From an optimization exercise on the open Yosys and OpenROAD flow, aimed at small area, a short achievable clock period and few clock cycles per item; shortcuts taken in it are not production practice.
RTL that was checked went through simulation tests only; none was proved equivalent to the original.
The RTL of run 1 was laid out without a check of its function.

`flow/config.mk`:
```
export PLATFORM = sky130hd
export DESIGN_NAME = cmac_tag
export DESIGN_NICKNAME = cmac_tag
export VERILOG_FILES = /design/flow/design.v
export SDC_FILE = /design/flow/constraint.sdc
export NUM_CORES = 8
export LEC_CHECK = 0
export CAP_MARGIN = 20
export CORE_MARGIN = 2
export CORE_UTILIZATION = 50
export PLACE_DENSITY = 0.6
export SETUP_SLACK_MARGIN = 3.5
export SLEW_MARGIN = 20
```
`flow/constraint.sdc`:
```
create_clock -name core_clock -period 10.0 [get_ports {clk}]
set_input_delay 2.0000 -clock core_clock [delete_from_list [all_inputs] [get_ports {clk}]]
set_output_delay 2.0000 -clock core_clock [all_outputs]
set_load 0.01 [all_outputs]
```
`flow/design.v`:
```
module cmac_sbox (
    input  wire [7:0] a,
    output wire [7:0] y
);
    wire U0, U1, U2, U3, U4, U5, U6, U7;
    assign U0 = a[7];
    assign U1 = a[6];
    assign U2 = a[5];
    assign U3 = a[4];
    assign U4 = a[3];
    assign U5 = a[2];
    assign U6 = a[1];
    assign U7 = a[0];
    wire T1, T2, T3, T4, T5, T6, T7, T8, T9, T10, T11, T12, T13, T14, T15, T16, T17, T18, T19, T20, T21, T22, T23, T24, T25, T26, T27, M1, M2, M3, M4, M5, M6, M7, M8, M9, M10, M11, M12, M13, M14, M15, M16, M17, M18, M19, M20, M21, M22, M23, M24, M25, M26, M27, M28, M29, M30, M31, M32, M33, M34, M35, M36, M37, M38, M39, M40, M41, M42, M43, M44, M45, M46, M47, M48, M49, M50, M51, M52, M53, M54, M55, M56, M57, M58, M59, M60, M61, M62, M63, L0, L1, L2, L3, L4, L5, L6, L7, L8, L9, L10, L11, L12, L13, L14, L15, L16, L17, L18, L19, L20, L21, L22, L23, L24, L25, L26, L27, L28, L29, S0, S1, S2, S3, S4, S5, S6, S7;
    assign T1 = U0 ^ U3;
    assign T2 = U0 ^ U5;
    assign T3 = U0 ^ U6;
    assign T4 = U3 ^ U5;
    assign T5 = U4 ^ U6;
    assign T6 = T1 ^ T5;
    assign T7 = U1 ^ U2;
    assign T8 = U7 ^ T6;
    assign T9 = U7 ^ T7;
    assign T10 = T6 ^ T7;
    assign T11 = U1 ^ U5;
    assign T12 = U2 ^ U5;
    assign T13 = T3 ^ T4;
    assign T14 = T6 ^ T11;
    assign T15 = T5 ^ T11;
    assign T16 = T5 ^ T12;
    assign T17 = T9 ^ T16;
    assign T18 = U3 ^ U7;
    assign T19 = T7 ^ T18;
    assign T20 = T1 ^ T19;
    assign T21 = U6 ^ U7;
    assign T22 = T7 ^ T21;
    assign T23 = T2 ^ T22;
    assign T24 = T2 ^ T10;
    assign T25 = T20 ^ T17;
    assign T26 = T3 ^ T16;
    assign T27 = T1 ^ T12;
    assign M1 = T13 & T6;
    assign M2 = T23 & T8;
    assign M3 = T14 ^ M1;
    assign M4 = T19 & U7;
    assign M5 = M4 ^ M1;
    assign M6 = T3 & T16;
    assign M7 = T22 & T9;
    assign M8 = T26 ^ M6;
    assign M9 = T20 & T17;
    assign M10 = M9 ^ M6;
    assign M11 = T1 & T15;
    assign M12 = T4 & T27;
    assign M13 = M12 ^ M11;
    assign M14 = T2 & T10;
    assign M15 = M14 ^ M11;
    assign M16 = M3 ^ M2;
    assign M17 = M5 ^ T24;
    assign M18 = M8 ^ M7;
    assign M19 = M10 ^ M15;
    assign M20 = M16 ^ M13;
    assign M21 = M17 ^ M15;
    assign M22 = M18 ^ M13;
    assign M23 = M19 ^ T25;
    assign M24 = M22 ^ M23;
    assign M25 = M22 & M20;
    assign M26 = M21 ^ M25;
    assign M27 = M20 ^ M21;
    assign M28 = M23 ^ M25;
    assign M29 = M28 & M27;
    assign M30 = M26 & M24;
    assign M31 = M20 & M23;
    assign M32 = M27 & M31;
    assign M33 = M27 ^ M25;
    assign M34 = M21 & M22;
    assign M35 = M24 & M34;
    assign M36 = M24 ^ M25;
    assign M37 = M21 ^ M29;
    assign M38 = M32 ^ M33;
    assign M39 = M23 ^ M30;
    assign M40 = M35 ^ M36;
    assign M41 = M38 ^ M40;
    assign M42 = M37 ^ M39;
    assign M43 = M37 ^ M38;
    assign M44 = M39 ^ M40;
    assign M45 = M42 ^ M41;
    assign M46 = M44 & T6;
    assign M47 = M40 & T8;
    assign M48 = M39 & U7;
    assign M49 = M43 & T16;
    assign M50 = M38 & T9;
    assign M51 = M37 & T17;
    assign M52 = M42 & T15;
    assign M53 = M45 & T27;
    assign M54 = M41 & T10;
    assign M55 = M44 & T13;
    assign M56 = M40 & T23;
    assign M57 = M39 & T19;
    assign M58 = M43 & T3;
    assign M59 = M38 & T22;
    assign M60 = M37 & T20;
    assign M61 = M42 & T1;
    assign M62 = M45 & T4;
    assign M63 = M41 & T2;
    assign L0 = M61 ^ M62;
    assign L1 = M50 ^ M56;
    assign L2 = M46 ^ M48;
    assign L3 = M47 ^ M55;
    assign L4 = M54 ^ M58;
    assign L5 = M49 ^ M61;
    assign L6 = M62 ^ L5;
    assign L7 = M46 ^ L3;
    assign L8 = M51 ^ M59;
    assign L9 = M52 ^ M53;
    assign L10 = M53 ^ L4;
    assign L11 = M60 ^ L2;
    assign L12 = M48 ^ M51;
    assign L13 = M50 ^ L0;
    assign L14 = M52 ^ M61;
    assign L15 = M55 ^ L1;
    assign L16 = M56 ^ L0;
    assign L17 = M57 ^ L1;
    assign L18 = M58 ^ L8;
    assign L19 = M63 ^ L4;
    assign L20 = L0 ^ L1;
    assign L21 = L1 ^ L7;
    assign L22 = L3 ^ L12;
    assign L23 = L18 ^ L2;
    assign L24 = L15 ^ L9;
    assign L25 = L6 ^ L10;
    assign L26 = L7 ^ L9;
    assign L27 = L8 ^ L10;
    assign L28 = L11 ^ L14;
    assign L29 = L11 ^ L17;
    assign S0 = L6 ^ L24;
    assign S1 = ~(L16 ^ L26);
    assign S2 = ~(L19 ^ L28);
    assign S3 = L6 ^ L21;
    assign S4 = L20 ^ L22;
    assign S5 = L25 ^ L29;
    assign S6 = ~(L13 ^ L27);
    assign S7 = ~(L6 ^ L23);
    assign y = {S0, S1, S2, S3, S4, S5, S6, S7};
endmodule
module cmac_tag (
    input  wire         clk,
    input  wire         rst,           
    input  wire         in_valid,
    output wire         in_ready,
    input  wire         in_first,      
    input  wire         in_last,       
    input  wire [4:0]   in_nbytes,     
    input  wire [127:0] in_data,
    input  wire [127:0] key,
    output reg          tag_valid,
    output reg  [63:0]  tag
);
    localparam [2:0] S_IDLE = 3'd0,    
                     S_LCMP = 3'd1,    
                     S_LRDY = 3'd2,    
                     S_RUN  = 3'd3,    
                     S_WAIT = 3'd4;    
    reg [2:0]   state;
    reg [3:0]   rnd;                   
    reg         rlast;                 
    reg [127:0] s;                     
    reg [127:0] rk;                    
    reg [127:0] kq;                    
    reg [127:0] l;                     
    reg         lv;                    
    reg         kn;                    
    reg         blk_last;              
    reg         offer_q;               
    reg         hit_q;                 
    wire st_idle = (state == S_IDLE);
    wire st_lcmp = (state == S_LCMP);
    wire st_lrdy = (state == S_LRDY);
    wire st_run  = (state == S_RUN);
    wire st_wait = (state == S_WAIT);
    assign in_ready = (st_idle && offer_q && hit_q) ||
                      (st_lcmp && rlast && !blk_last) ||
                      st_lrdy || st_wait ||
                      (st_run && rlast && (!blk_last || (offer_q && hit_q)));
    wire take   = in_valid && in_ready;
    wire kq_load = (st_idle || (st_run && blk_last)) && offer_q && !hit_q && !kn;
    wire lstart  = (st_idle || (st_run && rlast && blk_last)) && offer_q && kn && in_valid;
    wire [127:0] sb;                   
    genvar g;
    generate
        for (g = 0; g < 16; g = g + 1) begin : g_sub
            cmac_sbox u_sbox (.a(s[8*g +: 8]), .y(sb[8*g +: 8]));
        end
    endgenerate
    wire [127:0] sr;                   
    generate
        for (g = 0; g < 16; g = g + 1) begin : g_shift
            localparam integer R   = g % 4;
            localparam integer COL = g / 4;
            localparam integer SRC = R + 4 * ((COL + R) % 4);
            assign sr[127 - 8*g -: 8] = sb[127 - 8*SRC -: 8];
        end
    endgenerate
    wire [127:0] mc;
    generate
        for (g = 0; g < 4; g = g + 1) begin : g_mix
            wire [7:0] a0 = sr[127 - 32*g      -: 8];
            wire [7:0] a1 = sr[127 - 32*g - 8  -: 8];
            wire [7:0] a2 = sr[127 - 32*g - 16 -: 8];
            wire [7:0] a3 = sr[127 - 32*g - 24 -: 8];
            wire [7:0] e0 = a0 ^ a1;
            wire [7:0] e1 = a1 ^ a2;
            wire [7:0] e2 = a2 ^ a3;
            wire [7:0] e3 = a3 ^ a0;
            wire [7:0] x0 = {e0[6:0], 1'b0} ^ (e0[7] ? 8'h1b : 8'h00);
            wire [7:0] x1 = {e1[6:0], 1'b0} ^ (e1[7] ? 8'h1b : 8'h00);
            wire [7:0] x2 = {e2[6:0], 1'b0} ^ (e2[7] ? 8'h1b : 8'h00);
            wire [7:0] x3 = {e3[6:0], 1'b0} ^ (e3[7] ? 8'h1b : 8'h00);
            assign mc[127 - 32*g      -: 8] = rlast ? a0 : (e1 ^ a3) ^ x0;
            assign mc[127 - 32*g - 8  -: 8] = rlast ? a1 : (e2 ^ a0) ^ x1;
            assign mc[127 - 32*g - 16 -: 8] = rlast ? a2 : (e3 ^ a1) ^ x2;
            assign mc[127 - 32*g - 24 -: 8] = rlast ? a3 : (e0 ^ a2) ^ x3;
        end
    endgenerate
    wire mid = (st_lcmp || st_run) && !rlast;
    wire [127:0] src = mid ? rk : kq;
    reg [7:0] rcon;
    always @(*) begin
        if (!mid)
            rcon = 8'h01;
        else begin
            case (rnd)
                4'd1:    rcon = 8'h02;
                4'd2:    rcon = 8'h04;
                4'd3:    rcon = 8'h08;
                4'd4:    rcon = 8'h10;
                4'd5:    rcon = 8'h20;
                4'd6:    rcon = 8'h40;
                4'd7:    rcon = 8'h80;
                4'd8:    rcon = 8'h1b;
                4'd9:    rcon = 8'h36;
                default: rcon = 8'h00;
            endcase
        end
    end
    wire [31:0] w3  = src[31:0];
    wire [31:0] rot = {w3[23:0], w3[31:24]};
    wire [31:0] subw;
    generate
        for (g = 0; g < 4; g = g + 1) begin : g_ksub
            cmac_sbox u_ksbox (.a(rot[8*g +: 8]), .y(subw[8*g +: 8]));
        end
    endgenerate
    wire [31:0]  p0   = src[127:96] ^ {rcon, 24'd0};
    wire [31:0]  p1   = src[95:64]  ^ p0;
    wire [31:0]  p2   = src[63:32]  ^ p1;
    wire [31:0]  p3   = src[31:0]   ^ p2;
    wire [127:0] rk_next   = {p0, p1, p2, p3} ^ {4{subw}};
    wire [127:0] round_out = mc ^ rk;
    wire [127:0] k1 = {l[126:0], 1'b0} ^ (l[127] ? 128'h87 : 128'h0);
    wire [127:0] k2 = {k1[126:0], 1'b0} ^ (k1[127] ? 128'h87 : 128'h0);
    wire        full = in_nbytes[4];
    reg  [15:0] dec;                   
    reg  [15:0] lt;                    
    integer j;
    always @(*) begin
        for (j = 0; j < 16; j = j + 1) begin
            dec[j] = (in_nbytes[3:0] == j);
            lt[j]  = (in_nbytes[3:0] >  j);
        end
    end
    wire [15:0] keep = lt | {16{full}};    
    reg [127:0] padded;
    integer i;
    always @(*) begin
        for (i = 0; i < 16; i = i + 1)
            padded[127 - 8*i -: 8] = (!in_last || keep[i]) ? in_data[127 - 8*i -: 8] :
                                     {dec[i] && !full, 7'd0};
    end
    wire [127:0] m_blk   = padded ^ (!in_last ? 128'd0 : full ? k1 : k2);
    wire sel_r  = (st_lcmp || st_run) && !(rlast && (st_lcmp || blk_last));
    wire y_key  = take || lstart || !(sel_r || st_wait);
    wire [127:0] y = (take ? m_blk : 128'd0) ^ (y_key ? kq : 128'd0);
    wire busy = st_lcmp || st_run;
    always @(posedge clk) begin
        s <= ({128{sel_r}} & mc) ^
             (({128{sel_r}} & rk) ^ ({128{st_wait}} & s) ^ y);
        tag <= round_out[127:64];
        rk <= rk_next;
        if (kq_load)
            kq <= key;
        if (st_lcmp && rlast)
            l <= round_out;
    end
    always @(posedge clk) begin
        if (rst) begin
            state     <= S_IDLE;
            tag_valid <= 1'b0;
            lv        <= 1'b0;
            kn        <= 1'b0;
            offer_q   <= 1'b0;
            hit_q     <= 1'b0;
            rnd       <= 4'd1;
            rlast     <= 1'b0;
            blk_last  <= 1'b0;
        end else begin
            tag_valid <= 1'b0;
            offer_q   <= in_valid && !take;
            hit_q     <= lv && (key == kq) && !kq_load;
            if (kq_load) begin
                kn <= 1'b1;
                lv <= 1'b0;
            end
            if (take || lstart) begin
                rnd   <= 4'd1;
                rlast <= 1'b0;
            end else begin
                rnd   <= rnd + 4'd1;
                rlast <= (rnd == 4'd9);
            end
            if (take || lstart)
                blk_last <= in_last;
            case (state)
                S_IDLE: begin
                    if (take)
                        state <= S_RUN;
                    else if (lstart)
                        state <= S_LCMP;
                end
                S_LCMP: begin
                    if (rlast) begin
                        lv    <= 1'b1;
                        kn    <= 1'b0;
                        state <= take ? S_RUN : S_LRDY;
                    end
                end
                S_LRDY: begin
                    if (take)
                        state <= S_RUN;
                end
                S_RUN: begin
                    if (rlast) begin
                        if (blk_last) begin
                            tag_valid <= 1'b1;
                            if (lstart)
                                state <= S_LCMP;
                            else if (!take) begin
                                state <= S_IDLE;
                            end
                        end else if (!take) begin
                            state <= S_WAIT;
                        end
                    end
                end
                S_WAIT: begin
                    if (take)
                        state <= S_RUN;
                end
                default: state <= S_IDLE;
            endcase
        end
    end
endmodule
```
`flow/flow/run.sh`:
```
#!/bin/bash
# Layout flow: the standard flow (standard.sh), with synthesis run by
# flow/synth_custom.tcl, which maps logic with an area-recovering ABC script,
# and the port buffers made of buf_1 cells.
set -euo pipefail
cd "$(dirname "$0")/.."
W=$PWD
bash standard.sh SYNTH_SCRIPT=$W/flow/synth_custom.tcl \
  "BUFFER_PORTS_ARGS=-buffer_cell sky130_fd_sc_hd__buf_1" \
  finish > $W/flow_orfs.log 2>&1
```
`flow/flow/abc_custom.script`:
```
strash
&get -n
&st
&dch
&nf -R 1000 -p
&put
topo
stime -c
buffer -c
upsize -c
dnsize -c
```
`flow/flow/synth_custom.tcl`:
```
# The standard flow's synthesis (synth_recipe.tcl) with one change: ABC maps with an
# area-recovering script instead of ORFS's abc_speed.script.
set ::custom_abc_script [file join [file dirname [file normalize [info script]]] abc_custom.script]
proc synth {args} { yosys synth -nofsm -noshare {*}$args }
proc abc {args} {
  set i [lsearch -exact $args -script]
  if { $i >= 0 } {
    set args [lreplace $args [expr {$i + 1}] [expr {$i + 1}] $::custom_abc_script]
  }
  yosys abc {*}$args
}
source $::env(SCRIPTS_DIR)/synth.tcl
# left out here: clear keep_hierarchy, flatten, clean up, hide names made inside functions, write 1_2_yosys.v
```
`flow/standard.sh`:
```
#!/bin/bash
# synth_recipe.tcl (not shown) runs the flow's synth.tcl, then flattens the netlist and writes it again
# the make line also repeats each setting of config.mk as NAME=value (left out here)
make -C /OpenROAD-flow-scripts/flow DESIGN_CONFIG=/design/flow/config.mk WORK_HOME=/design/flow/orfs CLKGATE_MAP_FILE= SYNTH_SCRIPT=/design/flow/synth_recipe.tcl "${@:-finish}"
```
==> flow_summary.toml, run 1 <==
[finish]
final_std_cell_area_no_fill_sq_um = 61200
final_layout_size_suffix_gt1_share_pct = 8.97
layout.filler_cells = 9763
multi_input_logic_area_sq_um = 39900
area_delta_synth_final_pct = 14.1
finish.net_count = 6622
sequential_cell_area_sq_um = 14500

[global_routing]
grt_pass1_vias = 41054
grt.met3_usage_pct = 5.80
met2_usage_pct = 55.1
grt_pass1_wl_mm = 282
grt-ovfl-total = 0
global_route.usage.met1_pct = 47.6
number_of_antenna_violations_at_the_first_check_in_global_routing = 19
pin_count_of_the_biggest_net_entering_global_routing = 130
gr-usage-all-layers_pct = 35.2
grt_busiest_layer = "met2"

[placed_design]
preCtsSetupSlack_ns = 2.06
detailed_place.area_sq_um = 56100
dpl.hpwl_mm = 160
placement.io_buffers = 330
final_estimated_routing_congestion_in_global_placement = 1.00

[worst_setup_path]
startpoint_type_of_the_worst_setup_path = "register"
arrival_ns = 6.70
endpoint_kind = "register"
crit_path_max_fanout = 6
critical_path_class = "register to register"
cp.required_ns = 10.40
worstRegToRegCells = 21

[synth]
synth_fa_ha_area_share_pct = 0.980
synthXorXnorAreaFrac_pct = 47.6
synth_area_per_cell_sq_um = 8.87
synth_top_cells_by_area = "xnor2_1 33%, edfxtp_1 14%, dfxtp_1 13%, xor2_1 11%, nand2_1 5.0%"
synth-compound-area-share_pct = 8.25
netlist-cell-type-count = 84
synthArstFlopShare_pct = 0
synth_top_family_by_area = "XOR/XNOR gates"
synth_enable_flop_cells = 256
yosys_warnings = 1
synth_top_cell_by_area = "xnor2_1"
synth-seq-cells = 598
synth_nets = 6350
synthesis.instances = 6042
netlist.area_leader.share_pct = 33.2
synth.mux.area_fraction_pct = 1.99
yosys.area_share.simple_pct = 11.7
ys_seq_area_share_pct = 27.1
post_synth_instance_area_sq_um = 53600
ys.flop_type = "dfxtp_1"

[hold_path]
timing.hold.worst.class = "register to register"
hold_path_depth = 1

[timing]
grt_setup_unrepaired = "true"
fin_crit_ns = 6.30
timing.slew.headroom_pct = 14.8
timing_worst_slew_pin_value_ns = 1.27
timing.final.hold_violations = 0
final_max_slew_viol_count = 0
finalSetupViolations = 0
min_period_over_period_pct = 63.0
maxClockFrequency_mhz = 159
fin_worst_hold_slack_ns = 0.470
postLayoutSetupSlackWorst_ns = 3.70
setup_total_negative_slack_ns = 0
clock_skew_ns = 0.0473

[cts]
numClockSinks = 598
tritoncts.num_buffers = 73
tritoncts = "built"
cts.htree.levels = 3
cts_root_buffer = "clkbuf_16"
clk_latency_ns = 0.68
cts.reportedPaths.clkPinSlew_ns = 0.07
cts.path.max_buffers = 3

[detailed_routing]
avgRoutedWirePerCell_um = 25.7
route.antenna.remaining_nets = 0
vias = 43449
detail_route.first_pass.iterations = 8
totalWireLength_mm = 200
detailedRoute.firstIterationViolations = 4317
route.detailed.vias_per_inst = 5.58
drc_errors = 0

[floorplanning]
die_area_sq_um = 110000
initial_utilization_pct = 50.2
die_span_in_x_um = 331
rows = 120
floorplan.die.height_um = 331
io_pins = 332
fp.coreArea_sq_um = 107000

[job]
max_capacitance_violation_total = 0

[status]
outcome = "complete, no violations"
## logic make-up (layout without fill, tap and decap cells)
kind of cell	after synthesis	count (layout)
flip-flops	598	598
other	0	6
AND/OR/NAND/NOR	1480	1480
buffers and inverters	331	663
multiplexers	93	93
adder cells (fa/ha/maj)	42	42
XOR/XNOR	2823	2823
AO/OA/AOI/OAI	675	675
## sequential cells by signal, summed over array words and instances (netlist names), 3 cells and up, named ones only
name   count
rk       128
kq       128
tag       64
s        128
state      3
l        128
rnd        4
## what timing repair did
item / in CTS / in global routing
resized for setup: 59 / 226
hold buffers: 0 / 0
buffers inserted: 9 / 39
pin swaps: 3 / 21
setup endpoints to repair: 240 / 382
## worst max-delay path, stage by stage, from the launching register on
cell and delay, ns:
dfxtp_1 0.52, xnor2_2 0.21, xnor2_1 0.45, xor2_1 0.17
ha_1 0.25, xnor2_1 0.33, xnor2_1 0.23, xor2_1 0.31
nor2_1 0.08, a21oi_1 0.43, xor2_2 0.38, xor2_1 0.15
o22ai_1 0.24, o41ai_4 0.19, xor2_2 0.23, buf_4 0.21
xnor2_4 0.42, xnor2_2 0.23, xor2_1 0.23, xnor2_1 0.16
o21ai_1 0.24, xor2_1 0.38
## area by class of cell
cell class                 instances  share of cell area (%)
multi-input combinational       5113                    65.2
clock buffer                      91                    3.33
clock inverter                    44                   0.836
sequential                       598                    23.8
timing repair buffer             413                    3.25
tap                             1403                    2.87
antenna                            6                  0.0245
inverter                         115                   0.714
## final timing paths
| path | from | endpoint | slack, ns |
|---|---|---|---|
| worst max-delay path | s[79]$_DFF_P_ | l[23]$_DFFE_PP_ | 3.70 |
| worst min-delay path | rnd[2]$_SDFF_PP0_ | rlast$_SDFF_PP0_ | 0.47 |
| worst max register to register | s[79]$_DFF_P_ | l[23]$_DFFE_PP_ | 3.70 |
| worst min register to register | rnd[2]$_SDFF_PP0_ | rlast$_SDFF_PP0_ | 0.47 |
## cells in the final DEF, fill, tap and decap left out, types with 17 or more instances in the layout
master     instances
a21oi_1          120
a221oi_1          21
a22oi_1          264
buf_1            330
buf_4             73
clkbuf_16         76
dfxtp_1          332
edfxtp_1         256
ha_1              42
inv_1            112
mux2i_1           71
mux2i_4           17
nand2_1          714
nand2b_1         100
nand3_1           17
nor2_1           490
nor2b_1           53
o21ai_0          123
o21ai_1           37
o22ai_1           31
o2bb2ai_1         17
xnor2_1         1882
xnor2_2          187
xnor2_4           34
xor2_1           652
xor2_2            56
## per-stage QoR
| step | instances | utilization, % |
|---|---|---|
| finish | 7783 | 57.3 |
| global route | 7777 | 57.3 |
| CTS | 7738 | 55.5 |
| detailed placement | 7594 | 52.6 |
| global placement | 7593 | 52.5 |
| floorplan | 6042 | - |
## layer usage
| metal | wire length [um] | share of wire [%] |
|---|---|---|
| met1 | 84100 | 42 |
| met2 | 88100 | 44 |
| met3 | 17100 | 8.5 |
| met4 | 10700 | 5.3 |
| met5 | 111 | 0.055 |
## synth_stat cells (all sizes together) (101+ instances only)
| master | count |
|---|---|
| o21ai | 171 |
| xor2 | 718 |
| clkbuf | 184 |
| inv | 115 |
| a21oi | 124 |
| edfxtp | 256 |
| dfxtp | 342 |
| nand2b | 101 |
| nor2 | 493 |
| xnor2 | 2103 |
| a22oi | 264 |
| nand2 | 717 |
==> run 2, diff against run 1 <==
--- a/flow/design.v
+++ b/flow/design.v
@@ -165,2 +165,3 @@
     reg         rlast;                 
+    reg         mid;                   
     reg [127:0] s;                     
@@ -223,23 +224,14 @@
     endgenerate
-    wire mid = (st_lcmp || st_run) && !rlast;
     wire [127:0] src = mid ? rk : kq;
-    reg [7:0] rcon;
-    always @(*) begin
-        if (!mid)
-            rcon = 8'h01;
-        else begin
-            case (rnd)
-                4'd1:    rcon = 8'h02;
-                4'd2:    rcon = 8'h04;
-                4'd3:    rcon = 8'h08;
-                4'd4:    rcon = 8'h10;
-                4'd5:    rcon = 8'h20;
-                4'd6:    rcon = 8'h40;
-                4'd7:    rcon = 8'h80;
-                4'd8:    rcon = 8'h1b;
-                4'd9:    rcon = 8'h36;
-                default: rcon = 8'h00;
-            endcase
-        end
-    end
+    wire r1 = (rnd == 4'd1), r2 = (rnd == 4'd2), r3 = (rnd == 4'd3),
+         r4 = (rnd == 4'd4), r5 = (rnd == 4'd5), r6 = (rnd == 4'd6),
+         r7 = (rnd == 4'd7), r8 = (rnd == 4'd8), r9 = (rnd == 4'd9);
+    wire [7:0] rcon = {mid & r7,
+                       mid & r6,
+                       mid & (r5 | r9),
+                       mid & (r4 | r8 | r9),
+                       mid & (r3 | r8),
+                       mid & (r2 | r9),
+                       mid & (r1 | r8 | r9),
+                       !mid | r8};
     wire [31:0] w3  = src[31:0];
@@ -303,2 +295,3 @@
             rlast     <= 1'b0;
+            mid       <= 1'b0;
             blk_last  <= 1'b0;
@@ -315,2 +308,3 @@
                 rlast <= 1'b0;
+                mid   <= 1'b1;
             end else begin
@@ -318,2 +312,3 @@
                 rlast <= (rnd == 4'd9);
+                mid   <= mid && (rnd != 4'd9);
             end
==> flow/flow/abc_custom.script (replaced) <==
strash
&get -n
&st
&dch
&nf -R 20 -p
&put
topo
stime -c
buffer -c
upsize -c
dnsize -c
--- a/flow/config.mk
+++ b/flow/config.mk
@@ -10,2 +10,4 @@
 export CORE_UTILIZATION = 50
+export CTS_CLUSTER_DIAMETER = 60
+export CTS_CLUSTER_SIZE = 20
 export PLACE_DENSITY = 0.6
==> flow_summary.toml, run 2 <==
[floorplanning]
initial_utilization_pct = 50.4
fp.coreArea_sq_um = 109000
die_area_sq_um = 112000
die_span_in_x_um = 335
floorplan.die.height_um = 335
rows = 121
io_pins = 332

[timing]
timing.slew.headroom_pct = 25.1
fin_worst_hold_slack_ns = 0.465
maxClockFrequency_mhz = 158
min_period_over_period_pct = 63.3
grt_setup_unrepaired = "true"
finalSetupViolations = 0
final_max_slew_viol_count = 0
timing.final.hold_violations = 0
setup_total_negative_slack_ns = 0
timing_worst_slew_pin_value_ns = 1.12
postLayoutSetupSlackWorst_ns = 3.67
fin_crit_ns = 6.33
clock_skew_ns = 0.0589

[worst_setup_path]
crit_path_max_fanout = 7
cp.required_ns = 10.38
crit_end = "l[102]$_DFFE_PP_"
worst_setup_path_startpoint = "s[87]$_DFF_P_"
worstRegToRegCells = 18
endpoint_kind = "register"
worst_r2r_endpoint = "l[102]$_DFFE_PP_"
setup.reg_to_reg.worst_slack_ns = 3.67
critical_path_class = "register to register"
timing.rr.start = "s[87]$_DFF_P_"
arrival_ns = 6.71
startpoint_type_of_the_worst_setup_path = "register"

[synth]
synth_area_per_cell_sq_um = 9.16
ys.flop_type = "dfxtp_1"
post_synth_instance_area_sq_um = 54800
synth_top_cells_by_area = "xnor2_1 31%, edfxtp_1 14%, dfxtp_1 12%, xor2_1 10%, nand2_1 4.3%"
synthArstFlopShare_pct = 0
synth-seq-cells = 591
synth.top_cells.by_count = "1926 x xnor2_1, 648 x xor2_1, 631 x nand2_1, 454 x nor2_1, 335 x dfxtp_1"
yosys_warnings = 1
synthesis.instances = 5975
ys_seq_area_share_pct = 26.3
synth_enable_flop_cells = 256
netlist-cell-type-count = 81
synth_top_cell_by_area = "xnor2_1"
synth_nets = 6285
netlist.area_leader.share_pct = 30.8
yosys.cell_count.top_type = "xnor2_1"

[cts]
cts.htree.levels = 3
cts.reportedPaths.clkPinSlew_ns = 0.07
tritoncts = "built"
cts.path.max_buffers = 3
post_cts_hold_buffer_count = 0
clk_latency_ns = 0.69
numClockSinks = 591
cts_root_buffer = "clkbuf_16"
tritoncts.num_buffers = 76

[finish]
final_cell_mix = "1813 x xnor2_1, 630 x nand2_1, 627 x xor2_1"
final_layout_size_suffix_gt1_share_pct = 9.28
final_std_cell_area_no_fill_sq_um = 61800
finish.net_count = 6571
area_delta_synth_final_pct = 12.9
layout_commonest_cell = "xnor2_1"
final_util_pct = 56.9
layout.filler_cells = 10024
instances_no_fill = 7748

[global_routing]
grt_pass1_wl_mm = 290
grt_busiest_layer = "met2"
grt-ovfl-total = 0
global_route.usage.met1_pct = 49.1
grt.met3_usage_pct = 6.76
gr-usage-all-layers_pct = 35.7
number_of_antenna_violations_at_the_first_check_in_global_routing = 16
met2_usage_pct = 55.9
pin_count_of_the_biggest_net_entering_global_routing = 158
grt_pass1_vias = 41581

[detailed_routing]
detail_route.first_pass.iterations = 6
avgRoutedWirePerCell_um = 26.5
route.detailed.vias_per_inst = 5.64
totalWireLength_mm = 205
route.antenna.remaining_nets = 0
drc_errors = 0
vias = 43698
detailedRoute.firstIterationViolations = 4548

[placed_design]
post-place-cells = 7558
final_estimated_routing_congestion_in_global_placement = 1.01
preCtsSetupSlack_ns = 2.96
dpl.hpwl_mm = 167
detailed_place.area_sq_um = 57400
placement.io_buffers = 330

[job]
max_capacitance_violation_total = 0

[hold_path]
timing.hold.worst.class = "register to register"
hold_path.startpoint = "rnd[0]$_SDFF_PP1_"

[status]
outcome = "complete, no violations"
[run 2: cell count changes in the layout (fill, tap and decap cells not counted), moves of 19 or more]
cell      previous run  this run
nand2_1            714       630
xnor2_1           1882      1813
xnor3_1              2        52
nor2_1             490       454
a21oi_1            120       154
mux2i_1             71       104
nor2b_1             53        80
xor2_1             652       627
nand2b_1           100        81
[run 2: cell type report]
cell class / instances / area [sq um] / area share (%)
sequential: 591 / 14400 / 23.3
inverter: 127 / 483 / 0.781
clock inverter: 62 / 751 / 1.21
clock buffer: 80 / 1990 / 3.22
timing repair buffer: 419 / 1970 / 3.18
multi-input combinational: 5046 / 40400 / 65.4
antenna: 9 / 22.5 / 0.0364
tap: 1414 / 1770 / 2.86
[run 2: worst min-delay path by stage]
stage / endpoint / slack, ns / cells past startpoint
4_1_cts: rnd[0]$_SDFF_PP1_ / 0.46 / 1
2_1_floorplan: rnd[0]$_SDFF_PP1_ / 0.42 / 1
3_3_place_gp: rnd[0]$_SDFF_PP1_ / 0.44 / 1
3_5_place_dp: rnd[0]$_SDFF_PP1_ / 0.44 / 1
5_1_grt: rnd[0]$_SDFF_PP1_ / 0.48 / 1
6_report: rnd[0]$_SDFF_PP1_ / 0.47 / 1
[run 2: kinds of logic (layout without fill, tap and decap cells)]
logic type / count (synthesis) / count (layout) / synth area share [%]
compound gates: 739 / 739 / 8.91
xor+xnor: 2769 / 2769 / 48.0
fa+ha+maj: 44 / 44 / 1.01
buf+inv: 338 / 688 / 2.47
flops: 591 / 591 / 26.3
mux: 134 / 134 / 2.70
other cells: 0 / 9 / 0
simple gates: 1360 / 1360 / 10.6
[run 2: what timing repair did]
item | 4_1_cts | 5_1_grt
gates resized for setup | 37 | 155
setup buffers | 1 | 37
setup endpoints to repair | 92 | 328
pin swaps | 0 | 13
[run 2: critical path, stage by stage, from the launching register on]
cell,delay [ns]
dfxtp_1,0.63
xnor2_1,0.25
xnor2_1,0.41
xnor2_1,0.15
ha_1,0.22
xnor2_1,0.31
xnor3_1,0.57
a21oi_1,0.27
xor2_1,0.26
o2bb2ai_1,0.19
nor2_1,0.11
xnor2_1,0.27
xor2_1,0.27
xor2_1,0.12
xnor2_1,0.73
xor2_1,0.44
xnor2_1,0.15
mux2i_1,0.46
xnor2_1,0.22
[run 2: per-layer routing]
layer  part of all wire, %  up-vias
li1                      -    20182
met1                    42    21140
met2                    44     2033
met3                    10      325
met4                   4.1       18
met5                 0.054        -
Testbench counts of run 2, summed over its fixed seeds: cycles 16,804, messages 480.
==> run 3, diff against run 2 <==
--- a/flow/config.mk
+++ b/flow/config.mk
@@ -10,6 +10,4 @@
 export CORE_UTILIZATION = 50
-export CTS_CLUSTER_DIAMETER = 60
-export CTS_CLUSTER_SIZE = 20
 export PLACE_DENSITY = 0.6
-export SETUP_SLACK_MARGIN = 3.5
+export SETUP_SLACK_MARGIN = 3.8
 export SLEW_MARGIN = 20
==> flow_summary.toml, run 3 <==
[global_routing]
number_of_antenna_violations_at_the_first_check_in_global_routing = 15
grt_pass1_vias = 41620
gr-usage-all-layers_pct = 35.9
grt_pass1_wl_mm = 291
grt-ovfl-total = 0
pin_count_of_the_biggest_net_entering_global_routing = 158

[synth]
ys.flop_type = "dfxtp_1"
synth_nets = 6285
synth_area_per_cell_sq_um = 9.16
yosys_warnings = 1
synth_enable_flop_cells = 256
synth-seq-cells = 591
netlist-cell-type-count = 81
synth_top_cell_by_area = "xnor2_1"
netlist.area_leader.share_pct = 30.8
yosys.cell_count.top_type = "xnor2_1"
synth_top_cells_by_area = "xnor2_1 31%, edfxtp_1 14%, dfxtp_1 12%, xor2_1 10%, nand2_1 4.3%"
ys_seq_area_share_pct = 26.3
synthesis.instances = 5975
post_synth_instance_area_sq_um = 54800
synthArstFlopShare_pct = 0
synth.top_cells.by_count = "1926 x xnor2_1, 648 x xor2_1, 631 x nand2_1, 454 x nor2_1, 335 x dfxtp_1"

[timing]
maxClockFrequency_mhz = 165
min_period_over_period_pct = 60.6
setup_total_negative_slack_ns = 0
finalSetupViolations = 0
timing_worst_slew_pin_value_ns = 1.16
timing.slew.headroom_pct = 22.5
fin_crit_ns = 6.06
timing.final.hold_violations = 0
final_max_slew_viol_count = 0
clock_skew_ns = 0.0375
grt_setup_unrepaired = "true"

[floorplanning]
fp.coreArea_sq_um = 109000
initial_utilization_pct = 50.4
die_area_sq_um = 112000
rows = 121
io_pins = 332
die_span_in_x_um = 335
floorplan.die.height_um = 335

[finish]
final_cell_mix = "1739 x xnor2_1, 630 x nand2_1, 601 x xor2_1"
final_layout_size_suffix_gt1_share_pct = 12.0
layout_commonest_cell = "xnor2_1"
area_delta_synth_final_pct = 15.6
finish.net_count = 6626
final_std_cell_area_no_fill_sq_um = 63300

[worst_setup_path]
critical-path-slowest-cell = "xnor3_1"
worst_path_largest_cell_delay_ns = 0.52
path_buf_inv = 3
arrival_ns = 6.65
endpoint_kind = "register"
crit_path_max_fanout = 29
critical_path_class = "register to register"
cp.required_ns = 10.58
startpoint_type_of_the_worst_setup_path = "register"
path_delay_family = "XOR/XNOR gates"
crit_path_cell_trace = "buf_12 > buf_6 > mux2i_4 > xor2_2 > xnor2_2 > xnor2_1 > ha_1 > xor2_2 > xnor2_1 > xnor2_2 > buf_4 > nand2_1 > xor2_1 > xnor2_1 > xnor2_1 > and2b_4 > xnor2_4 > xnor2_2 > xnor3_1 > xnor2_2 > xnor2_4 > xnor2_2 > xnor2_1"

[detailed_routing]
drc_errors = 0
totalWireLength_mm = 207
route.detailed.vias_per_inst = 5.66
route.antenna.remaining_nets = 0
avgRoutedWirePerCell_um = 26.6
vias = 44086
detail_route.first_pass.iterations = 6
detailedRoute.firstIterationViolations = 4785

[cts]
tritoncts.num_buffers = 72
clk_latency_ns = 0.67
cts.htree.levels = 3
cts.path.max_buffers = 3
cts.reportedPaths.clkPinSlew_ns = 0.06
cts_root_buffer = "clkbuf_16"
tritoncts = "built"
numClockSinks = 591

[hold_path]
timing.hold.worst.class = "register to register"

[placed_design]
placement.io_buffers = 330
final_estimated_routing_congestion_in_global_placement = 1.01
detailed_place.area_sq_um = 57400
dpl.hpwl_mm = 167

[status]
outcome = "complete, no violations"

[job]
max_capacitance_violation_total = 0
[run 3: cell count changes in the layout (fill, tap and decap cells not counted), sizes merged]
cell | before | now
buf | 418 | 477
inv | 164 | 130
clkbuf | 81 | 99
clkinv | 16 | 26
diode | 9 | 3
clkinvlp | 7 | 3
bufinv | 2 | 4
[run 3: per-stage QoR]
stage	hold slack (ns)	util [%]	instances	worst slack (ns)
floorplan	0.416	-	5975	4.68
global placement	0.442	52.8	7558	2.95
detailed placement	0.445	52.8	7558	2.96
CTS	0.459	55.9	7709	3.72
global route	0.482	58.2	7790	3.64
finish	0.464	58.2	7793	3.94
[run 3: area by class of cell]
type                    instances  area (sq um)
repair buffers                478          2540
inverters                     127           483
flip-flops and latches        591         14400
well taps                    1414          1770
diodes                          3          7.51
clock inverters                36           342
multi-input cells            5046         41700
fillers                      9808         45400
clock buffers                  98          2060
[run 3: worst paths after layout]
check                         start                 to  slack (ns)  cells past startpoint
setup / recovery     mid$_SDFF_PP0_     rk[10]$_DFF_P_        3.94                     23
hold / removal    rnd[0]$_SDFF_PP1_  rnd[0]$_SDFF_PP1_        0.46                      1
setup reg to reg     mid$_SDFF_PP0_     rk[10]$_DFF_P_        3.94                     23
hold reg to reg   rnd[0]$_SDFF_PP1_  rnd[0]$_SDFF_PP1_        0.46                      1
[run 3: layer usage]
metal / routed length [um] / up-vias / global-route usage [%]
li1: - / 20251 / -
met1: 86400 / 21396 / 49.1
met2: 91400 / 2092 / 56.0
met3: 20600 / 333 / 7.24
met4: 8880 / 14 / 12.7
met5: 95 / - / 0
[run 3: kinds of logic (layout without fill, tap and decap cells)]
group           after synthesis  in the layout  share of synthesized area [%]
mux                         134            134                           2.70
fa+ha+maj                    44             44                           1.01
simple gates               1360           1360                           10.6
other cells                   0              3                              0
flops                       591            591                           26.3
xor+xnor                   2769           2769                           48.0
compound gates              739            739                           8.91
buf+inv                     338            739                           2.47
[run 3: repair_timing]
action	4_1_cts	5_1_grt
resized for setup	112	263
buffers inserted	17	80
endpoints found under the setup margin	243	372
hold buffers	0	0
pin swaps	8	45
==> run 4, diff against run 3 <==
--- a/flow/config.mk
+++ b/flow/config.mk
@@ -9,5 +9,5 @@
 export CORE_MARGIN = 2
-export CORE_UTILIZATION = 50
-export PLACE_DENSITY = 0.6
-export SETUP_SLACK_MARGIN = 3.8
+export CORE_UTILIZATION = 60
+export PLACE_DENSITY = 0.7
+export SETUP_SLACK_MARGIN = 3.5
 export SLEW_MARGIN = 20
==> flow_summary.toml, run 4 <==
[status]
outcome = "complete, no violations"

[finish]
finish.net_count = 6556
area_delta_synth_final_pct = 11.4
sequential_cell_area_sq_um = 14400
final_cell_mix = "1824 x xnor2_1, 630 x nand2_1, 629 x xor2_1"
layout.filler_cells = 7607
layout_commonest_cell = "xnor2_1"
multi_input_logic_area_sq_um = 40300
final_layout_size_suffix_gt1_share_pct = 8.44

[floorplanning]
die_span_in_x_um = 306
rows = 110
floorplan.die.height_um = 306
initial_utilization_pct = 60.6
fp.coreArea_sq_um = 90300
io_pins = 332
die_area_sq_um = 93700

[worst_setup_path]
crit_path_cell_trace = "buf_6 > mux2i_2 > xnor2_1 > xor2_1 > xnor2_1 > ha_1 > xor2_1 > xnor2_1 > xnor2_2 > a21oi_1 > nor2_1 > a31oi_1 > xor2_1 > xnor2_1 > and2b_4 > xnor2_4 > xnor2_2 > xnor3_1 > xnor2_2 > xnor2_2 > xnor2_2 > xnor2_1"
startpoint_type_of_the_worst_setup_path = "register"
critical_path_class = "register to register"
arrival_ns = 6.93
path_delay_family = "XOR/XNOR gates"
critical-path-slowest-cell = "dfxtp_4"
endpoint_kind = "register"
crit_path_max_fanout = 25
cp.required_ns = 10.54
worst_path_largest_cell_delay_ns = 0.61
path_buf_inv = 1

[synth]
yosys.area_share.simple_pct = 10.6
netlist.area_leader.share_pct = 30.8
synthXorXnorAreaFrac_pct = 48.0
synth.mux.area_fraction_pct = 2.70
ys.flop_type = "dfxtp_1"
synthesis.instances = 5975
yosys.cell_count.top_type = "xnor2_1"
synth_top_cells_by_area = "xnor2_1 31%, edfxtp_1 14%, dfxtp_1 12%, xor2_1 10%, nand2_1 4.3%"
synth-seq-cells = 591
synth_top_cell_by_area = "xnor2_1"
post_synth_instance_area_sq_um = 54800
synth_fa_ha_area_share_pct = 1.01
synth_top_family_by_area = "XOR/XNOR gates"
synthArstFlopShare_pct = 0
synth-compound-area-share_pct = 8.91
synth.top_cells.by_count = "1926 x xnor2_1, 648 x xor2_1, 631 x nand2_1, 454 x nor2_1, 335 x dfxtp_1"
ys_seq_area_share_pct = 26.3
synth_enable_flop_cells = 256
yosys_warnings = 1
synth_nets = 6285
netlist-cell-type-count = 81
synth_area_per_cell_sq_um = 9.16

[detailed_routing]
route.antenna.remaining_nets = 0
vias = 44447
detail_route.first_pass.iterations = 6
detailedRoute.firstIterationViolations = 5802
totalWireLength_mm = 199
route.detailed.vias_per_inst = 5.94
drc_errors = 0
avgRoutedWirePerCell_um = 26.6

[timing]
timing_worst_slew_pin_value_ns = 1.17
clock_skew_ns = 0.0387
grt_setup_unrepaired = "true"
finalSetupViolations = 0
fin_crit_ns = 6.38
setup_total_negative_slack_ns = 0
postLayoutSetupSlackWorst_ns = 3.62
timing.final.hold_violations = 0
maxClockFrequency_mhz = 157
final_max_slew_viol_count = 0
min_period_over_period_pct = 63.8
timing.slew.headroom_pct = 21.7
fin_worst_hold_slack_ns = 0.456

[cts]
post_cts_hold_buffer_count = 0
tritoncts = "built"
cts.htree.levels = 3
clk_latency_ns = 0.66
cts_root_buffer = "clkbuf_16"
cts.reportedPaths.clkPinSlew_ns = 0.06
cts.path.max_buffers = 3
tritoncts.num_buffers = 71
numClockSinks = 591

[placed_design]
placement.io_buffers = 330
final_estimated_routing_congestion_in_global_placement = 1.04
dpl.hpwl_mm = 159
preCtsSetupSlack_ns = 2.83

[global_routing]
global_route.usage.met1_pct = 55.8
grt-ovfl-total = 0
number_of_antenna_violations_at_the_first_check_in_global_routing = 7
gr-usage-all-layers_pct = 41.2
grt.met3_usage_pct = 9.32
grt_pass1_wl_mm = 281
pin_count_of_the_biggest_net_entering_global_routing = 155
grt_busiest_layer = "met2"
grt_pass1_vias = 41819
met2_usage_pct = 62.1

[hold_path]
timing.hold.worst.class = "register to register"

[job]
max_capacitance_violation_total = 0
==> run 4: cell type report <==
class,count,area share [%]
multi-input cells,5046,66.1
flip-flops and latches,591,23.6
clock buffers,93,3.35
repair buffers,409,3.23
well taps,1176,2.41
inverters,127,0.792
clock inverters,37,0.482
diodes,4,0.0164
==> run 4: cells by family after synthesis <==
family          after synthesis
flops                       591
xor+xnor                   2769
fa+ha+maj                    44
buf+inv                     338
simple gates               1360
compound gates              739
mux                         134
==> run 4: what timing repair did <==
action	4_1_cts	5_1_grt
setup endpoints to repair	81	287
endpoints found under the hold margin	0	0
buffers inserted	1	31
pin swaps	0	16
gates resized for setup	27	145
==> run 4: path summary, 6_finish.rpt <==
kind	from	to	slack (ns)	cells past startpoint
setup / recovery	mid$_SDFF_PP0_	rk[10]$_DFF_P_	3.62	22
hold / removal	rnd[0]$_SDFF_PP1_	rnd[0]$_SDFF_PP1_	0.46	1
setup reg to reg	mid$_SDFF_PP0_	rk[10]$_DFF_P_	3.62	22
hold reg to reg	rnd[0]$_SDFF_PP1_	rnd[0]$_SDFF_PP1_	0.46	1
==> run 4: metal layers <==
| layer | vias to the layer above | part of all wire (%) | wire (um) |
|---|---|---|---|
| li1 | 20123 | - | - |
| met1 | 21386 | 40 | 79500 |
| met2 | 2471 | 42 | 84300 |
| met3 | 461 | 12 | 23500 |
| met4 | 6 | 5.8 | 11500 |
| met5 | - | 0.020 | 39 |
==> run 4: through the flow <==
stage,cells,util [%],instance area (sq um)
6_report,7483,67.5,61000
5_1_grt,7479,67.5,61000
4_1_cts,7444,66.0,59600
3_5_place_dp,7313,63.2,57000
3_3_place_gp,7313,63.2,57000
2_1_floorplan,5975,-,54800
==> run 4: worst register-to-register path, cell delays in order, from the launching register on <==
cell and delay [ns]:
dfxtp_4 0.61, buf_6 0.38, mux2i_2 0.55, xnor2_1 0.28, xor2_1 0.31, xnor2_1 0.19, ha_1 0.27, xor2_1 0.15
xnor2_1 0.23, xnor2_2 0.17, a21oi_1 0.16, nor2_1 0.05, a31oi_1 0.31, xor2_1 0.35, xnor2_1 0.16, and2b_4 0.21
xnor2_4 0.25, xnor2_2 0.19, xnor3_1 0.52, xnor2_2 0.21, xnor2_2 0.39, xnor2_2 0.18, xnor2_1 0.15
==> run 5, diff against run 4 <==
--- a/flow/config.mk
+++ b/flow/config.mk
@@ -9,4 +9,4 @@
 export CORE_MARGIN = 2
-export CORE_UTILIZATION = 60
-export PLACE_DENSITY = 0.7
+export CORE_UTILIZATION = 40
+export PLACE_DENSITY = 0.5
 export SETUP_SLACK_MARGIN = 3.5
==> flow_summary.toml, run 5 <==
[status]
outcome = "complete, no violations"

[floorplanning]
initial_utilization_pct = 40.4
floorplan.die.height_um = 374
fp.coreArea_sq_um = 136000
rows = 135
die_area_sq_um = 140000
die_span_in_x_um = 374
io_pins = 332

[synth]
yosys.cell_count.top_type = "xnor2_1"
synth_enable_flop_cells = 256
netlist-cell-type-count = 81
netlist.area_leader.share_pct = 30.8
yosys_warnings = 1
post_synth_instance_area_sq_um = 54800
synth_top_cell_by_area = "xnor2_1"
synthArstFlopShare_pct = 0
synthesis.instances = 5975
synth_top_cells_by_area = "xnor2_1 31%, edfxtp_1 14%, dfxtp_1 12%, xor2_1 10%, nand2_1 4.3%"
synth_nets = 6285
ys.flop_type = "dfxtp_1"
synth.top_cells.by_count = "1926 x xnor2_1, 648 x xor2_1, 631 x nand2_1, 454 x nor2_1, 335 x dfxtp_1"
ys_seq_area_share_pct = 26.3
synth-seq-cells = 591
synth_area_per_cell_sq_um = 9.16

[timing]
timing.slew.headroom_pct = 23.4
grt_setup_unrepaired = "true"
timing_worst_slew_pin_value_ns = 1.14
finalSetupViolations = 0
final_max_slew_viol_count = 0
fin_crit_ns = 6.25
postLayoutSetupSlackWorst_ns = 3.75
min_period_over_period_pct = 62.5
maxClockFrequency_mhz = 160
timing.final.hold_violations = 0
clock_skew_ns = 0.0411
fin_worst_hold_slack_ns = 0.455
setup_total_negative_slack_ns = 0

[cts]
numClockSinks = 591
cts.htree.levels = 3
tritoncts = "built"
cts_root_buffer = "clkbuf_16"
cts.reportedPaths.clkPinSlew_ns = 0.06
post_cts_hold_buffer_count = 0
clk_latency_ns = 0.70
tritoncts.num_buffers = 77
cts.path.max_buffers = 3

[worst_setup_path]
arrival_ns = 6.66
crit_path_max_fanout = 7
cpMostUsedCell = "xnor2_1"
critical-path-slowest-cell = "xnor2_1"
startpoint_type_of_the_worst_setup_path = "register"
path_buf_inv = 0
timing.rr.start = "s[81]$_DFF_P_"
critical_path_class = "register to register"
worst_path_largest_cell_delay_ns = 0.66
worstRegToRegCells = 21
endpoint_kind = "register"
crit_path_cell_trace = "xnor2_1 > xor2_1 > xnor2_1 > ha_1 > xor2_1 > xnor2_1 > xnor2_2 > o21ai_0 > a22oi_1 > o2bb2ai_1 > nor2_1 > xnor2_1 > xor2_1 > xor2_1 > xnor2_1 > xnor2_1 > xor2_1 > xnor2_1 > nor2_1 > a21oi_1 > xor2_1"
setup.reg_to_reg.worst_slack_ns = 3.75
path_delay_family = "XOR/XNOR gates"
cp.required_ns = 10.41
worst_r2r_endpoint = "l[100]$_DFFE_PP_"

[finish]
instances_no_fill = 8103
final_layout_size_suffix_gt1_share_pct = 8.74
final_std_cell_area_no_fill_sq_um = 62000
layout_commonest_cell = "xnor2_1"
area_delta_synth_final_pct = 13.3
final_cell_mix = "1814 x xnor2_1, 630 x nand2_1, 623 x xor2_1"
final_util_pct = 45.7
finish.net_count = 6562

[global_routing]
gr-usage-all-layers_pct = 30.4
number_of_antenna_violations_at_the_first_check_in_global_routing = 21
grt-ovfl-total = 0
grt_pass1_vias = 41521
grt_pass1_wl_mm = 306
pin_count_of_the_biggest_net_entering_global_routing = 153

[detailed_routing]
route.antenna.remaining_nets = 0
vias = 43467
detailedRoute.firstIterationViolations = 4542
route.detailed.vias_per_inst = 5.36
avgRoutedWirePerCell_um = 27.1
totalWireLength_mm = 219
drc_errors = 0
detail_route.first_pass.iterations = 6

[hold_path]
hold_path_depth = 1
hold_end = "rnd[0]$_SDFF_PP1_"
hold_path.startpoint = "rnd[0]$_SDFF_PP1_"
timing.hold.worst.class = "register to register"

[job]
max_capacitance_violation_total = 0

[placed_design]
preCtsSetupSlack_ns = 2.80
dpl.hpwl_mm = 178
post-place-cells = 7928
placement.io_buffers = 330
final_estimated_routing_congestion_in_global_placement = 0.982
detailed_place.area_sq_um = 57900
==> run 5: timing repair <==
action                                  CTS  global route
endpoints found under the setup margin   69           327
pin swaps                                 0             8
resized for setup                        24           163
cloned                                    0             0
setup buffers                             1            25
==> run 5: cell type report <==
class	instances	area [sq um]
antenna	6	15.0
clock buffer	111	2240
timing repair buffer	409	1910
inverter	127	483
clock inverter	32	339
sequential	591	14400
tap	1781	2230
multi-input combinational	5046	40400
fill	13479	73600
==> run 5: worst max path at each step <==
stage / from / end / slack [ns] / cells past startpoint
final: s[81]$_DFF_P_ / l[100]$_DFFE_PP_ / 3.75 / 21
after global placement: mid$_SDFF_PP0_ / rk[28]$_DFF_P_ / 2.81 / 20
after detailed placement: mid$_SDFF_PP0_ / rk[28]$_DFF_P_ / 2.80 / 20
after global routing: s[95]$_DFF_P_ / l[69]$_DFFE_PP_ / 3.38 / 19
after CTS: s[15]$_DFF_P_ / l[74]$_DFFE_PP_ / 3.50 / 20
after floorplan: s[39]$_DFF_P_ / l[11]$_DFFE_PP_ / 4.68 / 21
==> run 5: per-layer routing <==
metal	wire, um	global-route usage (%)	up-vias
li1	-	-	20137
met1	97100	42.3	21394
met2	97300	47.8	1638
met3	16800	5.41	280
met4	8190	9.50	18
met5	119	0	-
==> run 5: cells by family (layout without fill, tap and decap cells) <==
| logic type | count (synthesis) | count (layout) | share of synthesized area, % |
|---|---|---|---|
| buffers and inverters | 338 | 679 | 2.47 |
| AND/OR/NAND/NOR | 1360 | 1360 | 10.6 |
| AO/OA/AOI/OAI | 739 | 739 | 8.91 |
| XOR/XNOR | 2769 | 2769 | 48.0 |
| multiplexers | 134 | 134 | 2.70 |
| flip-flops | 591 | 591 | 26.3 |
| adder cells (fa/ha/maj) | 44 | 44 | 1.01 |
| other | 0 | 6 | 0 |
==> run 6, diff against run 5 <==
--- a/flow/config.mk
+++ b/flow/config.mk
@@ -9,4 +9,6 @@
 export CORE_MARGIN = 2
-export CORE_UTILIZATION = 40
-export PLACE_DENSITY = 0.5
+export CORE_UTILIZATION = 50
+export CTS_CLUSTER_DIAMETER = 70
+export CTS_CLUSTER_SIZE = 24
+export PLACE_DENSITY = 0.6
 export SETUP_SLACK_MARGIN = 3.5
==> flow_summary.toml, run 6 <==
[floorplanning]
die_span_in_x_um = 335
io_pins = 332
die_area_sq_um = 112000
rows = 121
floorplan.die.height_um = 335
fp.coreArea_sq_um = 109000
initial_utilization_pct = 50.4

[worst_setup_path]
setup.reg_to_reg.worst_slack_ns = 3.61
cpMostUsedCell = "xnor2_1"
arrival_ns = 6.95
critical-path-slowest-cell = "xnor2_1"
path_buf_inv = 3
crit_path_cell_trace = "buf_12 > buf_8 > mux2i_2 > xnor2_2 > xnor2_4 > xor2_1 > ha_1 > xnor2_1 > xnor2_1 > xor2_1 > inv_1 > nor2_1 > a22o_1 > xnor2_2 > xnor2_2 > nor2_4 > xnor2_4 > xor2_1 > xnor2_1 > xnor2_1 > xnor2_1 > xnor2_1"
worst_path_largest_cell_delay_ns = 0.64
worst_r2r_endpoint = "rk[17]$_DFF_P_"
cp.required_ns = 10.57
timing.rr.start = "mid$_SDFF_PP0_"
worstRegToRegCells = 22
critical_path_class = "register to register"
crit_path_max_fanout = 23
startpoint_type_of_the_worst_setup_path = "register"
path_delay_family = "XOR/XNOR gates"
endpoint_kind = "register"

[global_routing]
number_of_antenna_violations_at_the_first_check_in_global_routing = 15
grt_pass1_wl_mm = 289
grt_pass1_vias = 41505
gr-usage-all-layers_pct = 35.6
grt-ovfl-total = 0
pin_count_of_the_biggest_net_entering_global_routing = 158

[cts]
cts.reportedPaths.clkPinSlew_ns = 0.09
cts.htree.levels = 2
clk_latency_ns = 0.72
numClockSinks = 591
cts.path.max_buffers = 3
cts_root_buffer = "clkbuf_16"
tritoncts.num_buffers = 55
tritoncts = "built"

[synth]
yosys_warnings = 1
synth_enable_flop_cells = 256
synthArstFlopShare_pct = 0
synth_top_cells_by_area = "xnor2_1 31%, edfxtp_1 14%, dfxtp_1 12%, xor2_1 10%, nand2_1 4.3%"
synthesis.instances = 5975
yosys.cell_count.top_type = "xnor2_1"
synth_area_per_cell_sq_um = 9.16
synth_top_cell_by_area = "xnor2_1"
synth.top_cells.by_count = "1926 x xnor2_1, 648 x xor2_1, 631 x nand2_1, 454 x nor2_1, 335 x dfxtp_1"
synth_nets = 6285
netlist-cell-type-count = 81
synth-seq-cells = 591
post_synth_instance_area_sq_um = 54800
ys_seq_area_share_pct = 26.3
netlist.area_leader.share_pct = 30.8
ys.flop_type = "dfxtp_1"

[detailed_routing]
totalWireLength_mm = 205
detailedRoute.firstIterationViolations = 4589
vias = 43580
avgRoutedWirePerCell_um = 26.7
route.detailed.vias_per_inst = 5.66
detail_route.first_pass.iterations = 6
drc_errors = 0
route.antenna.remaining_nets = 0

[hold_path]
timing.hold.worst.class = "register to register"
hold_end = "rnd[0]$_SDFF_PP1_"
hold_path_depth = 1
hold_path.startpoint = "rnd[0]$_SDFF_PP1_"

[timing]
finalSetupViolations = 0
timing.final.hold_violations = 0
final_max_slew_viol_count = 0
timing_worst_slew_pin_value_ns = 1.18
setup_total_negative_slack_ns = 0
fin_crit_ns = 6.39
fin_worst_hold_slack_ns = 0.471
grt_setup_unrepaired = "true"
timing.slew.headroom_pct = 21.5
maxClockFrequency_mhz = 157
clock_skew_ns = 0.0538
min_period_over_period_pct = 63.9

[finish]
finish.net_count = 6539
final_layout_size_suffix_gt1_share_pct = 8.37
layout_commonest_cell = "xnor2_1"
final_std_cell_area_no_fill_sq_um = 61000
instances_no_fill = 7695
area_delta_synth_final_pct = 11.3
final_cell_mix = "1821 x xnor2_1, 630 x nand2_1, 628 x xor2_1"

[placed_design]
post-place-cells = 7558
final_estimated_routing_congestion_in_global_placement = 1.01
placement.io_buffers = 330
detailed_place.area_sq_um = 57400
dpl.hpwl_mm = 167

[status]
outcome = "complete, no violations"

[job]
max_capacitance_violation_total = 0
run 6: kinds of logic after synthesis:
group | count (synthesis) | synth area share (%)
adders and majority gates | 44 | 1.01
and+or+nand+nor | 1360 | 10.6
muxes | 134 | 2.70
buffers and inverters | 338 | 2.47
xor gates and xnor gates | 2769 | 48.0
AOI/OAI and AO/OA | 739 | 8.91
DFF | 591 | 26.3
run 6: final cells by class:
| cell class | count | area (sq um) |
|---|---|---|
| fillers | 10084 | 47700 |
| multi-input cells | 5046 | 40300 |
| flip-flops and latches | 591 | 14400 |
| repair buffers | 408 | 1900 |
| well taps | 1414 | 1770 |
| clock buffers | 57 | 1410 |
| clock inverters | 47 | 683 |
| inverters | 127 | 483 |
| diodes | 5 | 12.5 |
run 6: through the flow:
| step | worst slack (ns) | util (%) |
|---|---|---|
| 2_1_floorplan | 4.68 | - |
| 3_3_place_gp | 2.95 | 52.8 |
| 3_5_place_dp | 2.96 | 52.8 |
| 4_1_cts | 3.46 | 54.9 |
| 5_1_grt | 3.44 | 56.1 |
| 6_report | 3.61 | 56.1 |
run 6: what timing repair did:
item                       CTS  global route
buffers inserted             1            26
gates resized for setup     40           134
pin swaps                    0             9
setup endpoints to repair   97           324
gates cloned                 0             0
hold buffers                 0             0
run 6: routing by layer:
layer  global-route usage, %  part of all wire (%)  vias to the layer above  wire, um
met5                       0                 0.037                        -        75
met4                    12.8                   4.1                       12      8310
met3                    6.69                   9.6                      283     19700
met2                    55.7                    44                     1990     91000
met1                    49.0                    42                    21213     86000
li1                        -                     -                    20082         -
run 6: worst reg2reg max path: cells and delay by family (launching register included):
| kind | cells | cell delay [ns] |
|---|---|---|
| XOR/XNOR | 14 | 3.93 |
| buffers and inverters | 3 | 0.65 |
| multiplexers | 1 | 0.47 |
| flip-flops | 1 | 0.36 |
| AO/OA/AOI/OAI | 1 | 0.31 |
| adder cells (fa/ha/maj) | 1 | 0.29 |
| AND/OR/NAND/NOR | 2 | 0.24 |
run 6: worst max path at each step:
stage	from	end	cells past startpoint
after floorplan	s[39]$_DFF_P_	l[11]$_DFFE_PP_	21
after global placement	mid$_SDFF_PP0_	rk[28]$_DFF_P_	22
after detailed placement	mid$_SDFF_PP0_	rk[28]$_DFF_P_	21
after CTS	s[81]$_DFF_P_	l[123]$_DFFE_PP_	21
after global routing	s[87]$_DFF_P_	l[115]$_DFFE_PP_	20
final	mid$_SDFF_PP0_	rk[17]$_DFF_P_	22
==> run 7, diff against run 6 <==
--- a/flow/config.mk
+++ b/flow/config.mk
@@ -10,4 +10,2 @@
 export CORE_UTILIZATION = 50
-export CTS_CLUSTER_DIAMETER = 70
-export CTS_CLUSTER_SIZE = 24
 export PLACE_DENSITY = 0.6
==> flow_summary.toml, run 7 <==
[worst_setup_path]
setup.reg_to_reg.worst_slack_ns = 3.61
worst_r2r_endpoint = "rk[20]$_DFF_P_"
crit_path_cell_trace = "buf_12 > buf_8 > mux2i_2 > xnor2_2 > xnor2_4 > xor2_1 > ha_1 > xnor2_1 > xnor2_1 > xor2_1 > inv_1 > a21oi_1 > xnor2_2 > xor2_2 > xnor2_2 > nor2_4 > xnor2_4 > xnor2_2 > xnor2_1 > xnor2_1 > xnor2_1 > xnor2_1 > xnor2_1"
arrival_ns = 6.98
timing.rr.start = "mid$_SDFF_PP0_"
path_delay_family = "XOR/XNOR gates"
cp.depth = 23
cp.required_ns = 10.59
critical_path_class = "register to register"
startpoint_type_of_the_worst_setup_path = "register"

[timing]
timing_worst_slew_pin_value_ns = 1.08
grt_setup_unrepaired = "true"
finalSetupViolations = 0
setup_total_negative_slack_ns = 0
clock_skew_ns = 0.0354
final_max_slew_viol_count = 0
timing.slew.headroom_pct = 28.0
min_period_over_period_pct = 63.9

[synth]
netlist.area_leader.share_pct = 30.8
synth.top_cells.by_count = "1926 x xnor2_1, 648 x xor2_1, 631 x nand2_1, 454 x nor2_1, 335 x dfxtp_1"
synth_enable_flop_cells = 256
netlist-cell-type-count = 81
synth-seq-cells = 591
ys.flop_type = "dfxtp_1"
yosys.cell_count.top_type = "xnor2_1"
synth_area_per_cell_sq_um = 9.16
post_synth_instance_area_sq_um = 54800
yosys_warnings = 1
synth_top_cells_by_area = "xnor2_1 31%, edfxtp_1 14%, dfxtp_1 12%, xor2_1 10%, nand2_1 4.3%"
synthesis.instances = 5975
synthArstFlopShare_pct = 0

[finish]
final_layout_size_suffix_gt1_share_pct = 8.67
finish.net_count = 6559
layout_commonest_cell = "xnor2_1"
final_cell_mix = "1818 x xnor2_1, 630 x nand2_1, 626 x xor2_1"
area_delta_synth_final_pct = 12.1

[detailed_routing]
totalWireLength_mm = 206
route.antenna.remaining_nets = 0
drc_errors = 0
detail_route.first_pass.iterations = 7
detailedRoute.firstIterationViolations = 4839

[global_routing]
grt_pass1_vias = 41502
gr-usage-all-layers_pct = 35.7
pin_count_of_the_biggest_net_entering_global_routing = 158
grt-ovfl-total = 0
grt_pass1_wl_mm = 290

[cts]
cts_root_buffer = "clkbuf_16"
tritoncts = "built"
cts.reportedPaths.clkPinSlew_ns = 0.06
tritoncts.num_buffers = 72
cts.htree.levels = 3
numClockSinks = 591
cts.path.max_buffers = 3

[status]
outcome = "complete, no violations"

[placed_design]
dpl.hpwl_mm = 167
final_estimated_routing_congestion_in_global_placement = 1.01
preCtsSetupSlack_ns = 2.96

[floorplanning]
fp.coreArea_sq_um = 109000
die_area_sq_um = 112000
rows = 121
die_span_in_x_um = 335
io_pins = 332
initial_utilization_pct = 50.4

[job]
max_capacitance_violation_total = 0
-- run 7: cell types whose count changed in the layout (fill, tap and decap cells not counted), sizes merged --
cell and delta:
inv -21, buf +3, clkbuf +41, clkinvlp +2, clkinv +4, bufinv +4
diode -2
-- run 7: what timing repair did --
item                                    in CTS  in global routing
pin swaps                                    0                 10
setup buffers                                1                 29
endpoints found under the setup margin      93                323
gates resized for setup                     38                145
-- run 7: metal layers --
metal  wire [um]  global-route usage, %  up-vias  share of wire [%]
met5          93                      0        -              0.045
met4        8350                   12.5       14                4.1
met2       90700                   55.9     2034                 44
li1            -                      -    20107                  -
met1       86100                   48.6    21312                 42
met3       20400                   7.73      326                9.9
-- run 7: layout make-up --
cell class	instances	area, sq um
fill	10037	47300
multi-input combinational	5046	40400
sequential	591	14400
clock buffer	98	2060
timing repair buffer	411	1930
tap	1414	1770
inverter	127	483
clock inverter	36	342
antenna	3	7.51
-- run 7: worst reg2reg max path: stages (launching register included) --
cell	delay (ns)
dfxtp_4	0.35
buf_12	0.17
buf_8	0.35
mux2i_2	0.47
xnor2_2	0.20
xnor2_4	0.35
xor2_1	0.28
ha_1	0.29
xnor2_1	0.20
xnor2_1	0.18
xor2_1	0.39
inv_1	0.13
a21oi_1	0.25
xnor2_2	0.19
xor2_2	0.27
xnor2_2	0.18
nor2_4	0.07
xnor2_4	0.26
xnor2_2	0.17
xnor2_1	0.14
xnor2_1	0.41
xnor2_1	0.31
xnor2_1	0.54
xnor2_1	0.17
-- run 7: stage by stage --
stage	cell area [sq um]	hold slack, ns
floorplan	54800	0.416
global placement	57400	0.442
detailed placement	57400	0.445
CTS	60000	0.459
global route	61400	0.482
finish	61400	0.463
-- run 7: cells by family after synthesis --
group | Yosys count | share of synthesized area (%)
XOR/XNOR | 2769 | 48.0
AO/OA/AOI/OAI | 739 | 8.91
adder cells (fa/ha/maj) | 44 | 1.01
multiplexers | 134 | 2.70
buffers and inverters | 338 | 2.47
AND/OR/NAND/NOR | 1360 | 10.6
flip-flops | 591 | 26.3
-- run 7: worst max-delay path by stage --
| stage | from | end | slack, ns |
|---|---|---|---|
| after global routing | s[87]$_DFF_P_ | l[97]$_DFFE_PP_ | 3.48 |
| after floorplan | s[39]$_DFF_P_ | l[11]$_DFFE_PP_ | 4.68 |
| after detailed placement | mid$_SDFF_PP0_ | rk[28]$_DFF_P_ | 2.96 |
| after CTS | mid$_SDFF_PP0_ | rk[28]$_DFF_P_ | 3.37 |
| final | mid$_SDFF_PP0_ | rk[20]$_DFF_P_ | 3.61 |
| after global placement | mid$_SDFF_PP0_ | rk[28]$_DFF_P_ | 2.95 |

[afterwards: timing with drivers on the ports]
How much do the figures lean on ideal ports? The routed layouts below were timed once more, with nothing changed but the port constraints. Step 1, drivers: a clkbuf_16 drives clk and a buf_2 each remaining input, both assumed. Step 2 also shifts input and output timing later by t, the mid clock arrival at the registers, as if the neighbouring blocks saw the same clock. Slacks: ideal / step 1 / step 2; pairs: ideal / step 1.
| run | t, ns | setup slack, ns | worst hold slack (ns) |
|---|---|---|---|
| run 1 | 0.728 | 3.700 / 3.700 / 3.700 | 0.470 / 0.470 / 0.470 |
| run 2 | 0.743 | 3.669 / 3.669 / 3.661 | 0.465 / 0.465 / 0.465 |
| run 3 | 0.732 | 3.935 / 3.935 / 3.685 | 0.464 / 0.464 / 0.464 |
| run 4 | 0.710 | 3.619 / 3.619 / 3.619 | 0.456 / 0.456 / 0.456 |
| run 5 | 0.762 | 3.751 / 3.751 / 3.751 | 0.455 / 0.455 / 0.455 |
| run 6 | 0.768 | 3.611 / 3.611 / 3.611 | 0.471 / 0.471 / 0.471 |
| run 7 | 0.728 | 3.613 / 3.613 / 3.613 | 0.463 / 0.463 / 0.463 |
After both steps every run listed still meets setup and hold. The setup slack of run 3, which loses most, moves by 0.000 ns with the drivers and by -0.250 ns with both steps.
